Background: an optimization exercise with open tools, aiming at small area, a short achievable clock period and few clock cycles per item. Do not read the settings as production practice. In this exercise RTL edits were held to simulation tests only and were not proved equivalent to the original. Power is estimated from default activity; no workload was simulated.

Setup of v6:
==> flow/design.v (excerpt) <==
module se_int_lane (
    input  wire        clk,
    input  wire        rst,
    input  wire        in_valid,
    output wire        in_ready,
    input  wire [2:0]  in_kind,
    input  wire [2:0]  in_fn,
    input  wire [1:0]  in_type,
    input  wire [1:0]  in_round,
    input  wire        in_sat,
    input  wire [31:0] in_x,
    input  wire [31:0] in_y,
    input  wire [31:0] in_z,
    output wire        out_valid,
    output wire [31:0] out_result,
    output wire        out_sat
);
For scale: roughly 4000 cells after synthesis, ~150 I/O pins.
make LEC_CHECK=0 ABC_AREA=1 CAP_MARGIN=35 CORE_MARGIN=2 CORE_UTILIZATION=30 PLACE_DENSITY=0.5 SLEW_MARGIN=35 finish   # period 18.0 ns
run.sh (not shown) runs the stock make flow with config.mk's settings and CLKGATE_MAP_FILE= SYNTH_SCRIPT=/design/flow/synth_recipe.tcl, a recipe that flattens the netlist after the stock synthesis.
v6 finished every step from synthesis to the final layout, and the layout passed the timing, design-rule and antenna checks.
Testbench counts of v6, summed over its fixed seeds: cycles 40,019, items 32,000.
## Diff of input files: v7 against v6
-- flow/config.mk --
<<< v6, line 8
export ABC_AREA = 1
>>> v7, line 8
Notes after the runs:
v7 completed; timing, DRC and antenna clean. For v7, the capture point of the worst path was accs[26], unlike v6, where it was accs[18]. v7 vs. v6: worst setup slack decreased 0.19 ns, first-pass GRT wire length decreased 4.3%, share of final-layout standard cells stronger than drive strength 1 increased 1.5 points. Taking v6 as the reference, in v7 wire length after detailed routing went down, vias after detailed routing went down about 6%.

---

== harbor ==
se_int_lane, a different RTL version from the one above (not shown whole).
For scale: about 3800 cells after synthesis, roughly 320 flip-flops, about 150 I/O pins, roughly 27000 µm² of cells after synthesis.
Settings: LEC_CHECK=0, ABC_AREA=1, CAP_MARGIN=35, CORE_MARGIN=2, CORE_UTILIZATION=50, CTS_CLUSTER_DIAMETER=80, CTS_CLUSTER_SIZE=24, PLACE_DENSITY=0.65, SLEW_MARGIN=35; clock period 18.0 ns.
standard.sh (not shown) runs the stock make flow with config.mk's settings and CLKGATE_MAP_FILE= SYNTH_SCRIPT=/design/flow/synth_recipe.tcl, a recipe that flattens the netlist after the stock synthesis.
==> flow/flow/run.sh <==
#!/bin/bash
# Own layout flow: the standard flow with the standard synthesis,
# unchanged, except that
#  - after global placement the port buffers are made buf_2 cells instead of
#    the slow clkdlybuf4s50_1 cells buffer_ports picks (every port keeps its
#    buffer), see swap_ports.tcl;
#  - the timing repair of floorplan, CTS and global routing is asked to
#    reach a setup slack of SETUP_SLACK_MARGIN ns. The clock period and
#    every constraint stay the design's: only the optimisation effort changes.
# Each tool's output goes to a log of its own in this folder.
set -euo pipefail
bash standard.sh synth > synth.log 2>&1
export SETUP_SLACK_MARGIN=13.25
RES="$PWD/orfs/results/sky130hd/se_int_lane/base"
bash standard.sh "$RES/3_3_place_gp.odb" > place_gp.log 2>&1
PORT_ODB="$RES/3_3_place_gp.odb" openroad -no_init -exit flow/swap_ports.tcl > swap_ports.log 2>&1
bash standard.sh finish > layout.log 2>&1
==> flow/flow/swap_ports.tcl <==
# Make the port buffers that buffer_ports inserted (input*, output*) plain
# buf_2 cells instead of clkdlybuf4s50_1. Run on the global placement,
# before resizing and detailed placement.
set odb $::env(PORT_ODB)
read_db $odb
set block [ord::get_db_block]
set buf [[ord::get_db] findMaster sky130_fd_sc_hd__buf_2]
set n 0
foreach inst [$block getInsts] {
  set name [$inst getName]
  if { [regexp {^(input|output)[0-9]+$} $name] &&
       [[$inst getMaster] getName] eq "sky130_fd_sc_hd__clkdlybuf4s50_1" } {
    $inst swapMaster $buf
    incr n
  }
}
puts "port buffers swapped: $n"
write_db $odb
Testbench counts of harbor, summed over its fixed seeds: cycles 39,847, items 32,000.
Edits applied to the flow inputs when going from harbor to ember:
# harbor
export LEC_CHECK = 0
export ABC_AREA = 1
export CAP_MARGIN = 35
export CORE_MARGIN = 2
export CORE_UTILIZATION = 50
export CTS_CLUSTER_DIAMETER = 80
export CTS_CLUSTER_SIZE = 24
export PLACE_DENSITY = 0.65
export SLEW_MARGIN = 35
create_clock -name core_clock -period 18.0 [get_ports {clk}]
# ember
export LEC_CHECK = 0
export ABC_AREA = 1
export CAP_MARGIN = 35
export CORE_MARGIN = 2
export CORE_UTILIZATION = 30
export PLACE_DENSITY = 0.5
export SLEW_MARGIN = 35
create_clock -name core_clock -period 18.0 [get_ports {clk}]
diff --git a/flow/flow/run.sh b/flow/flow/run.sh
--- a/flow/flow/run.sh
+++ b/flow/flow/run.sh
@@ -11,5 +11,5 @@
 set -euo pipefail
 bash standard.sh synth > synth.log 2>&1
-export SETUP_SLACK_MARGIN=13.25
+export SETUP_SLACK_MARGIN=14.0
 RES="$PWD/orfs/results/sky130hd/se_int_lane/base"
 bash standard.sh "$RES/3_3_place_gp.odb" > place_gp.log 2>&1
==> summary.txt <==
ember and harbor all finish clean. Re core utilization: harbor was higher than ember. [ember] post-synthesis to final-layout area growth rose 26 points relative to harbor. The global-route usage in ember sits 12 points below the value recorded for harbor.

---

se_int_lane, a different RTL version from the one above (not shown whole).
Size: ~3800 cells after synthesis, ~150 I/O pins, ~0.027 sq mm of cells after synthesis.
Settings: LEC_CHECK=0, ABC_AREA=1, CAP_MARGIN=35, CORE_MARGIN=2, CORE_UTILIZATION=30, PLACE_DENSITY=0.5, SLEW_MARGIN=35; clock period 18.0 ns.
==> flow/flow/run.sh <==
#!/bin/bash
# Own layout flow: the standard flow, except that the port buffers are
# plain buffers (buf_2) instead of the slow clkdlybuf4s50_1 that
# buffer_ports picks by default. Synthesis is the standard one, unchanged.
set -euo pipefail
bash standard.sh synth > synth.log 2>&1
# Used by the steps after synthesis only (synthesis is already made).
export DONT_USE_CELLS="sky130_fd_sc_hd__clkdlybuf4s50_1 sky130_fd_sc_hd__clkdlybuf4s50_2 \
sky130_fd_sc_hd__clkdlybuf4s25_1 sky130_fd_sc_hd__clkdlybuf4s25_2 \
sky130_fd_sc_hd__clkdlybuf4s15_1 sky130_fd_sc_hd__clkdlybuf4s15_2 \
sky130_fd_sc_hd__clkdlybuf4s18_1 sky130_fd_sc_hd__clkdlybuf4s18_2 \
sky130_fd_sc_hd__buf_1 sky130_fd_sc_hd__clkbuf_1"
bash standard.sh finish > layout.log 2>&1
Testbench counts at the start, summed over its fixed seeds: cycles 40,019, items 32,000.
Change:
==> flow/flow/run.sh (replaced) <==
#!/bin/bash
# Own layout flow: the standard flow with the standard synthesis,
# unchanged, but with the timing repair of floorplan, CTS and global
# routing asked to reach a setup slack of SETUP_SLACK_MARGIN ns. The clock
# period and every constraint stay the design's: only the optimisation
# effort changes. Each tool's output goes to the logs below.
set -euo pipefail
bash standard.sh synth > synth.log 2>&1
export SETUP_SLACK_MARGIN=13.0
bash standard.sh finish > layout.log 2>&1
The changed run produced a clean layout.
Maximum frequency goes up by a quarter to a third.
Total power goes up slightly.
Count of clock-buffer cells in the layout goes up by 1.
Non-clock buffer count goes up by 14.
Combinational power stays flat.
Synthesized area does not change.
Register-to-register slack gains 0.86 ns.
Design area goes up slightly.
Synthesized cell count does not change.
Worst hold slack stays flat.
Via count goes up slightly.
Change:
==> flow/flow/run.sh (replaced) <==
#!/bin/bash
# Own layout flow: the standard flow with the standard synthesis,
# unchanged, except that
#  - after global placement the port buffers are made buf_2 cells instead of
#    the slow clkdlybuf4s50_1 cells buffer_ports picks (every port keeps its
#    buffer), see swap_ports.tcl;
#  - the timing repair of floorplan, CTS and global routing is asked to
#    reach a setup slack of SETUP_SLACK_MARGIN ns. The clock period and
#    every constraint stay the design's: only the optimisation effort changes.
# Each tool's output goes to a log of its own in this folder.
set -euo pipefail
bash standard.sh synth > synth.log 2>&1
export SETUP_SLACK_MARGIN=13.0
RES="$PWD/orfs/results/sky130hd/se_int_lane/base"
bash standard.sh "$RES/3_3_place_gp.odb" > place_gp.log 2>&1
PORT_ODB="$RES/3_3_place_gp.odb" openroad -no_init -exit flow/swap_ports.tcl > swap_ports.log 2>&1
bash standard.sh finish > layout.log 2>&1
==> flow/flow/swap_ports.tcl (new file) <==
# Make the port buffers that buffer_ports inserted (input*, output*) plain
# buf_2 cells instead of clkdlybuf4s50_1. Run on the global placement,
# before resizing and detailed placement.
set odb $::env(PORT_ODB)
read_db $odb
set block [ord::get_db_block]
set buf [[ord::get_db] findMaster sky130_fd_sc_hd__buf_2]
set n 0
foreach inst [$block getInsts] {
  set name [$inst getName]
  if { [regexp {^(input|output)[0-9]+$} $name] &&
       [[$inst getMaster] getName] eq "sky130_fd_sc_hd__clkdlybuf4s50_1" } {
    $inst swapMaster $buf
    incr n
  }
}
puts "port buffers swapped: $n"
write_db $odb
What happened: The new run finished clean. Critical path depth increases by 11. Sequential cell count does not change. Fmax grows by 1.1%. Cell count is about the same. Wire length is lower by 0.59%. Clock skew hardly moves. Final area goes down by 3.0%. Total power decreases by 1.4%. Clock-buffer cell count goes up by 6.

---

## P
Starting RTL as in the previous note.
export LEC_CHECK = 0
export ABC_AREA = 1
export CAP_MARGIN = 35
export CORE_MARGIN = 2
export CORE_UTILIZATION = 30
export PLACE_DENSITY = 0.5
export SLEW_MARGIN = 35
create_clock -name core_clock -period 18.0 [get_ports {clk}]
==> flow/flow/run.sh <==
#!/bin/bash
# Own layout flow: the standard flow with the standard synthesis,
# unchanged, but with the timing repair of floorplan, CTS and global
# routing asked to reach a setup slack of SETUP_SLACK_MARGIN ns. The clock
# period and every constraint stay the design's: only the optimisation
# effort changes. Each tool's output goes to the logs below.
set -euo pipefail
bash standard.sh synth > synth.log 2>&1
export SETUP_SLACK_MARGIN=12.5
bash standard.sh finish > layout.log 2>&1
Testbench counts of P, summed over its fixed seeds: cycles 40,019, items 32,000.
> inputs changed (P -> Q)
==> flow/run.sh (new file) <==
#!/bin/bash
# synth_recipe.tcl (not shown) runs the flow's synth.tcl, then flattens the netlist and writes it again
# the make line also repeats each setting of config.mk as NAME=value (left out here)
make -C /OpenROAD-flow-scripts/flow DESIGN_CONFIG=/design/flow/config.mk WORK_HOME=/design/flow/orfs CLKGATE_MAP_FILE= SYNTH_SCRIPT=/design/flow/synth_recipe.tcl finish
removed: flow/flow/run.sh
removed: flow/standard.sh
--- outcome ---
Number of sequential storage elements came out exactly the same in P and Q.
Re count of unresolved DRC violations after routing: no difference whatsoever between P and Q.
On total non-filler cell area in the finished layout, Q does better than P.
| clock period minus final worst setup slack | Q vs P | 0.82 ns higher |
Compared to P, Q shows a narrower setup margin.
Top achievable clock speed of Q falls short of that of P by more than 10%.
Total count of hold-check failures in the final report of P is on par with Q.

-- re-timing with driven ports --
The flow's constraints put no driver on any port. The routed layouts listed below were extracted and timed again, unchanged, in two steps.
Step 1, drivers: a clkbuf_16 drives clk and a buf_2 each remaining input, both assumed.
Step 2 moves the port delays by t, midway between the first and last clock arrival at a register: inputs arrive t later, outputs are due t later. That takes back most of the time a late clock gives input paths.
Slacks: no drivers / after step 1 / after step 2; pairs: no drivers / after step 1.
run	t (ns)	setup slack, ns	worst register clock-pin slew, ns	cell pins on the clock port's net
v6	0.615	11.787 / 11.787 / 11.673	0.07 / 0.07	1
v7	0.635	11.597 / 11.597 / 11.597	0.09 / 0.09	1
harbor	0.628	13.288 / 13.222 / 12.737	0.10 / 0.10	1
ember	0.624	13.389 / 13.322 / 12.835	0.06 / 0.06	1
the first run of note 3	0.614	11.763 / 11.806 / 11.192	0.07 / 0.07	1
the second run of note 3	0.622	13.046 / 12.979 / 12.506	0.07 / 0.07	1
the third run of note 3	0.623	13.099 / 13.099 / 12.594	0.06 / 0.06	1
P	0.613	12.581 / 12.623 / 12.010	0.07 / 0.07	1
Q	0.614	11.763 / 11.806 / 11.192	0.07 / 0.07	1
After both steps setup and hold are still met in every run listed.
